From an optimization exercise on the open Yosys and OpenROAD flow, aimed at small area and a short achievable clock period; shortcuts taken in it are not production practice. Only simulation tests tie the RTL to the original design; equivalence was not proved.

==> design/flow/design.v <==
module trk_lane_rx (
    input  wire        clk,
    input  wire        rst,
    input  wire        blk_valid,
    input  wire [1:0]  blk_sh,
    input  wire [63:0] blk_pl,
    input  wire [2:0]  cfg_lane,
    input  wire [1:0]  cfg_step,
    output reg         locked,
    output reg         dat_valid,
    output wire [7:0]  dat_idx,
    output wire [63:0] dat_pl,
    output reg         hdr_valid,
    output reg         hdr_ok,
    output reg  [47:0] hdr_fcnt,
    output reg  [15:0] hdr_claim,
    output reg  [3:0]  hdr_ql,
    output reg  [1:0]  hdr_step,
    output reg  [2:0]  hdr_state,
    output reg  [7:0]  hdr_msg,
    output reg         crc_valid,
    output reg         crc_ok
);
    function [7:0] crc8_56;
        input [7:0]  c;
        input [55:0] d;
        integer i;
        reg fb;
        begin
            crc8_56 = c;
            for (i = 0; i < 56; i = i + 1) begin
                fb = crc8_56[7] ^ d[i];
                crc8_56 = {crc8_56[6:0], 1'b0} ^ (fb ? 8'h2F : 8'h00);
            end
        end
    endfunction
    function [7:0] crc8_64;
        input [7:0]  c;
        input [63:0] d;
        integer i;
        reg fb;
        begin
            crc8_64 = c;
            for (i = 0; i < 64; i = i + 1) begin
                fb = crc8_64[7] ^ d[i];
                crc8_64 = {crc8_64[6:0], 1'b0} ^ (fb ? 8'h2F : 8'h00);
            end
        end
    endfunction
    function [15:0] crc16_64;
        input [15:0] c;
        input [63:0] d;
        integer i;
        reg fb;
        begin
            crc16_64 = c;
            for (i = 0; i < 64; i = i + 1) begin
                fb = crc16_64[15] ^ d[i];
                crc16_64 = {crc16_64[14:0], 1'b0} ^ (fb ? 16'h1021 : 16'h0000);
            end
        end
    endfunction
    reg  [57:0] hist;
    wire [121:0] sbits = {blk_pl, hist};
    reg  [63:0] desc;
    integer k;
    always @* for (k = 0; k < 64; k = k + 1) desc[k] = sbits[58 + k] ^ sbits[19 + k] ^ sbits[k];
    reg        lk, prev_hdr, bad_prev, have_prev;
    reg  [7:0] cnt;
    reg  [1:0] win;
    reg  [4:0] err;
    reg [63:0] dreg;
    reg        t1_b0, t1_b1, t1_sh;
    reg [15:0] c16;
    reg [7:0]  c8, hcrc;
    reg        ok0;
    assign dat_pl  = dreg;
    assign dat_idx = cnt;
    wire [7:0] hcrc_calc = crc8_64(c8, dreg);
    wire hdr_good = ok0 && t1_sh && (dreg[7:0] == 8'h47) && (hcrc_calc == hcrc)
                 && (dreg[30:28] == cfg_lane) && (dreg[33:32] == cfg_step);
    wire hdr_lost = t1_b1 && !hdr_good && bad_prev;
    wire lk_eff   = lk && !hdr_lost;
    wire is_hdr  = (blk_sh == 2'b01);
    wire nb0     = (cnt == 8'd255);
    wire nb1     = (cnt == 8'd0);
    wire sh_err  = (nb0 || nb1) ? !is_hdr : (blk_sh != 2'b10);
    wire too_many = sh_err && (err == 5'd31);
    wire take    = blk_valid && lk_eff;
    wire do_lock = blk_valid && !lk_eff && is_hdr && prev_hdr;
    always @(posedge clk) begin
        if (blk_valid) hist <= blk_pl[63:6];
        dreg <= desc;
        t1_sh <= is_hdr;
        hdr_claim <= dreg[23:8];
        hdr_ql    <= dreg[27:24];
        hdr_step  <= dreg[33:32];
        hdr_state <= dreg[36:34];
        hdr_msg   <= dreg[47:40];
        crc_ok    <= (dreg[63:48] == c16);
        hdr_ok    <= hdr_good;
        if (t1_b0) begin
            c8   <= crc8_56(8'hFF, dreg[55:0]);
            hcrc <= dreg[63:56];
            ok0  <= t1_sh && (dreg[7:0] == 8'hB8);
            hdr_fcnt <= dreg[55:8];
        end
        if (dat_valid)
            c16 <= crc16_64((cnt == 8'd2) ? 16'hFFFF : c16, dreg);
        if (do_lock) begin
            cnt <= 8'd1; win <= 2'd0; err <= 5'd0;
            bad_prev <= 1'b0; have_prev <= 1'b0;
        end else begin
            if (t1_b1) bad_prev <= !hdr_good;
            if (take) begin
                cnt <= cnt + 8'd1;
                if (nb1) win <= win + 2'd1;
                err <= (nb1 && win == 2'd3) ? 5'd0 : err + {4'd0, sh_err};
                if (cnt == 8'd254) have_prev <= 1'b1;
            end
        end
        if (rst) begin
            lk <= 1'b0; prev_hdr <= 1'b0; locked <= 1'b0;
            dat_valid <= 1'b0; t1_b0 <= 1'b0; t1_b1 <= 1'b0;
            hdr_valid <= 1'b0; crc_valid <= 1'b0;
        end else begin
            if (blk_valid) prev_hdr <= is_hdr;
            lk <= do_lock || (lk_eff && !(blk_valid && too_many));
            locked <= lk_eff;
            dat_valid <= take && !nb0 && !nb1;
            t1_b0 <= take && nb0;
            t1_b1 <= take && nb1;
            hdr_valid <= t1_b1;
            crc_valid <= t1_b1 && hdr_good && have_prev;
        end
    end
endmodule
==> design/flow/run.sh <==
#!/bin/bash
# synth_recipe.tcl (not shown) runs the flow's synth.tcl, then flattens the netlist and writes it again
# the make line also repeats each setting of config.mk as NAME=value (left out here)
make -C /OpenROAD-flow-scripts/flow DESIGN_CONFIG=/design/flow/config.mk WORK_HOME=/design/flow/orfs CLKGATE_MAP_FILE= SYNTH_SCRIPT=/design/flow/synth_recipe.tcl finish
==> design/flow/config.mk <==
export PLATFORM = sky130hd
export DESIGN_NAME = trk_lane_rx
export DESIGN_NICKNAME = trk_lane_rx
export VERILOG_FILES = /design/flow/design.v
export SDC_FILE = /design/flow/constraint.sdc
export NUM_CORES = 4
export LEC_CHECK = 0
export CAP_MARGIN = 20
export CORE_MARGIN = 2
export CORE_UTILIZATION = 40
export SLEW_MARGIN = 20
==> design/flow/constraint.sdc <==
create_clock -name core_clock -period 13.5 [get_ports {clk}]
set_input_delay 2.7000 -clock core_clock [delete_from_list [all_inputs] [get_ports {clk}]]
set_output_delay 2.7000 -clock core_clock [all_outputs]
set_load 0.01 [all_outputs]
==> summary.txt <==
flip-flops by register name (all words and copies together), names as in the netlist, 5 cells and up:
name	flops
hdr_fcnt	48
err	5
hdr_msg	8
dreg	64
hist	58
c16	16
cnt	8
hdr_claim	16
c8	8
hcrc	8
area by class of cell:
| type | count | area (sq um) | area share |
|---|---|---|---|
| Clock inverter | 14 | 151.4 | 0.007447 |
| Inverter | 10 | 37.54 | 0.001846 |
| Timing Repair Buffer | 255 | 2490 | 0.1225 |
| Sequential cell | 264 | 6680 | 0.3286 |
| Clock buffer | 42 | 835.8 | 0.04111 |
| Multi-Input combinational cell | 936 | 9469 | 0.4658 |
| Tap cell | 532 | 665.6 | 0.03274 |
layout by cell type (no fill, tap or decap), types with 4 or more instances in the layout:
cell	count
xor2_1	123
xnor3_1	73
buf_4	23
nand4_1	9
nand2_1	24
xnor3_2	6
clkdlybuf4s50_1	231
nor2_1	15
or4_1	5
xor2_2	5
nor4_1	4
edfxtp_1	139
dfxtp_1	124
clkbuf_8	4
xor3_1	21
ha_1	8
xnor2_2	8
o21ai_0	6
o31ai_1	4
a21oi_1	13
inv_1	10
clkbuf_16	30
nand3_1	7
clkinv_2	5
xnor2_1	557
clkbuf_1	8
through the flow:
stage	worst slack (ns)	utilization	hold WS, ns
after floorplan	6.977	-	0.4011
after global placement	6.211	0.4770	0.4399
after detailed placement	5.977	0.4770	0.4559
after CTS	5.942	0.5013	0.4655
after global routing	5.531	0.5013	0.4766
final	5.924	0.5013	0.4743
worst min path at each step:
stage / cells past startpoint / to / slack [ns]
2_1_floorplan: 0 / hdr_claim[0] / 0.40
3_3_place_gp: 2 / have_prev / 0.44
3_5_place_dp: 2 / have_prev / 0.46
4_1_cts: 2 / have_prev / 0.47
5_1_grt: 2 / have_prev / 0.48
6_report: 2 / have_prev / 0.47
worst reg2reg max path, stage by stage (launching register included):
cell and delay, ns:
dfxtp_1 0.63, xnor3_1 0.64, xnor3_2 0.51, xnor3_1 0.39, xnor2_1 0.55, xnor3_2 0.51, xor3_1 0.47, xnor3_2 0.52
xor2_2 0.24, xnor3_1 0.46, xnor3_2 0.43, xor3_1 0.38, mux2i_2 0.25, a2111oi_4 0.11, o21ai_2 0.41, and4_1 0.74
o21ba_1 0.23
cells by family (layout without fill, tap and decap cells):
logic type,Yosys count,count (layout),share of synthesized area
and+or+nand+nor,91,91,0.03006
adders and majority gates,8,8,0.006120
xor gates and xnor gates,798,798,0.5247
DFF,264,264,0.4082
buffers and inverters,47,321,0.01293
AOI/OAI and AO/OA,36,36,0.01599
muxes,3,3,0.002065
routing by layer:
metal,share of wire,vias up,track usage,routed length [um]
li1,-,4622,-,-
met1,0.45,4794,0.3064,21320
met2,0.48,258,0.3776,22830
met3,0.052,42,0.03642,2475
met4,0.019,2,0.05128,925
met5,0.00027,-,0,13
==> impl_results.md <==
- EDFF count, synth: 139
- Placed cell areas: 0.01934 sq mm
- Final Max Slew Viols: 0
- Unique masters post-synth: 54
- DRT antenna net count: 0
- RSZ-0062 raised after global routing: false
- Worst-path clk slew: 0.06 ns
- Aggregate routed wire length: 47.56 mm
- Drt wl/cell: 23.17 um
- Yosys reg bits: 264
- Synth top area share: 0.2982
- Clock tree sinks: 264
- Critical Path Source: dreg[1]
- Sequential area share after synthesis: 0.4082
- Async S/R FF share, synth: 0
- CP Data Arrival Time: 8.05 ns
- Most frequent cells after synthesis: xnor2_1 (557), edfxtp_1 (139), dfxtp_1 (125)
- Slew margin rel.: 0.3193
- Synth warn: 1
- Nets: 1579
- TritonRoute pass-1 iters: 5
- Reg2reg start: dreg[1]
- Initial Utilization: 0.4033
- Critical Path RT: 13.97 ns
- Post-synthesis net count: 1329
- # IOs: 233
- Dpl hpwl: 36.74 mm
- CTS tree: done
- Area leader, netlist: xnor2_1
- Dpl cells: 1997
- Vias: 9718
- Worst path slowest cell: and4_1
- Buf+Inv Stages, Crit Path: 0
- Non-filler cells, final: 2053
- Setup bufs post-CTS: 0
- Largest net degree at the start of global routing: 66
- Cell with the most instances after synthesis: xnor2_1
- Final instance area: 0.02033 sq mm
- Top cells by area, synth: xnor2_1 (30%), edfxtp_1 (26%), dfxtp_1 (15%)
- Post-Syn Instances: 1247
- Syn Std Cell Area: 0.01636 sq mm
- Slew @ Worst Pin: 1.021 ns
- Startpoint type of the worst setup path: flop
- Crit path to: cnt[4]
- Grt ovf: 0
- Crit. End Element: flop
- RD Place Congestion: 0.8329
- HP Class: flop to flop
- Final setup viols: 0
- Reg2reg path depth: 16
- Worst Hold Launch: have_prev
- Cell mode on critical path: xnor3_2
- Drc violations: 0
- Htree depth: 1
- Max Fanout on Critical Path: 18
- Crit path time final: 7.576 ns
- Fraction of layout cells with a size suffix above 1: 0.06706
- Die height: 206.2 um
- Critical setup path kind: flop to flop
- Antenna diode count: 0
- Antenna violations before repair: 1
- CP Cell Sequence: xnor3_1 > xnor3_2 > xnor3_1 > xnor2_1 > xnor3_2 > xor3_1 > xnor3_2 > xor2_2 > xnor3_1 > xnor3_2 > xor3_1 > mux2i_2 > a2111oi_4 > o21ai_2 > and4_1 > o21ba_1
- Final hold vios: 0
- CTS root buffer: clkbuf_16
- Vias in the first global route: 10090
- Area grow syn2layout: 24.29%
- CP max stage delay: 0.73 ns
- Fin crit share: 0.5612
- Mean number of vias per cell: 4.734
- Path length in cells of the critical path: 16
- Port bufs: 232
- Status: no timing/DRC/antenna violations
- Clk buf depth: 3
- Post-Syn Area per Cell: 13.12 sq um
- Clock latency on the worst-skew pair: 0.59 ns
- F_max: 0.1320 GHz
- First DRT Iteration DRCs: 608
- Post-synth top flop: edfxtp_1
- Filler cells: 3601
- Chip width: 206.2 um
- Top delay family on crit path: XOR/XNOR gates
- Clk_skew: 0.01783 ns
- FF-to-FF End: cnt[4]
- # resized after CTS: 0
- Number of CTS-inserted buffers: 30
- All-Layer GR Usage: 0.2254
- First-pass GRT wire length: 68.19 mm
- Core box area: 0.04055 sq mm
- Die ar.: 0.04253 sq mm
- Site row count: 74
- Hold Buf Count CTS: 0
- Total negative setup slack: 0 ns
- R2R Setup Slk: 5.92 ns
- Max cap viols: 0

static timing again, ports no longer ideal:
The flow's constraints put no driver on any port. The routed layout listed below was extracted and timed again, unchanged, in two steps. Step 1, drivers: a clkbuf_16 drives clk and a buf_2 each remaining input, both assumed. Step 2 times the ports against the registers' clock, not the clock port: input delays grow and output delays shrink by t, the midpoint of the rising clock arrivals with the driver on. Three values: no drivers, after step 1, after step 2; two values: the first two.
shift t [ns]: 0.631
setup WS [ns]: 5.924 / 5.924 / 5.924
worst slew at a driven data input, ns: 0.07
After both steps setup and hold are still met in this run. The setup slack of this run moves by 0.000 ns with the drivers and by 0.000 ns with both steps.
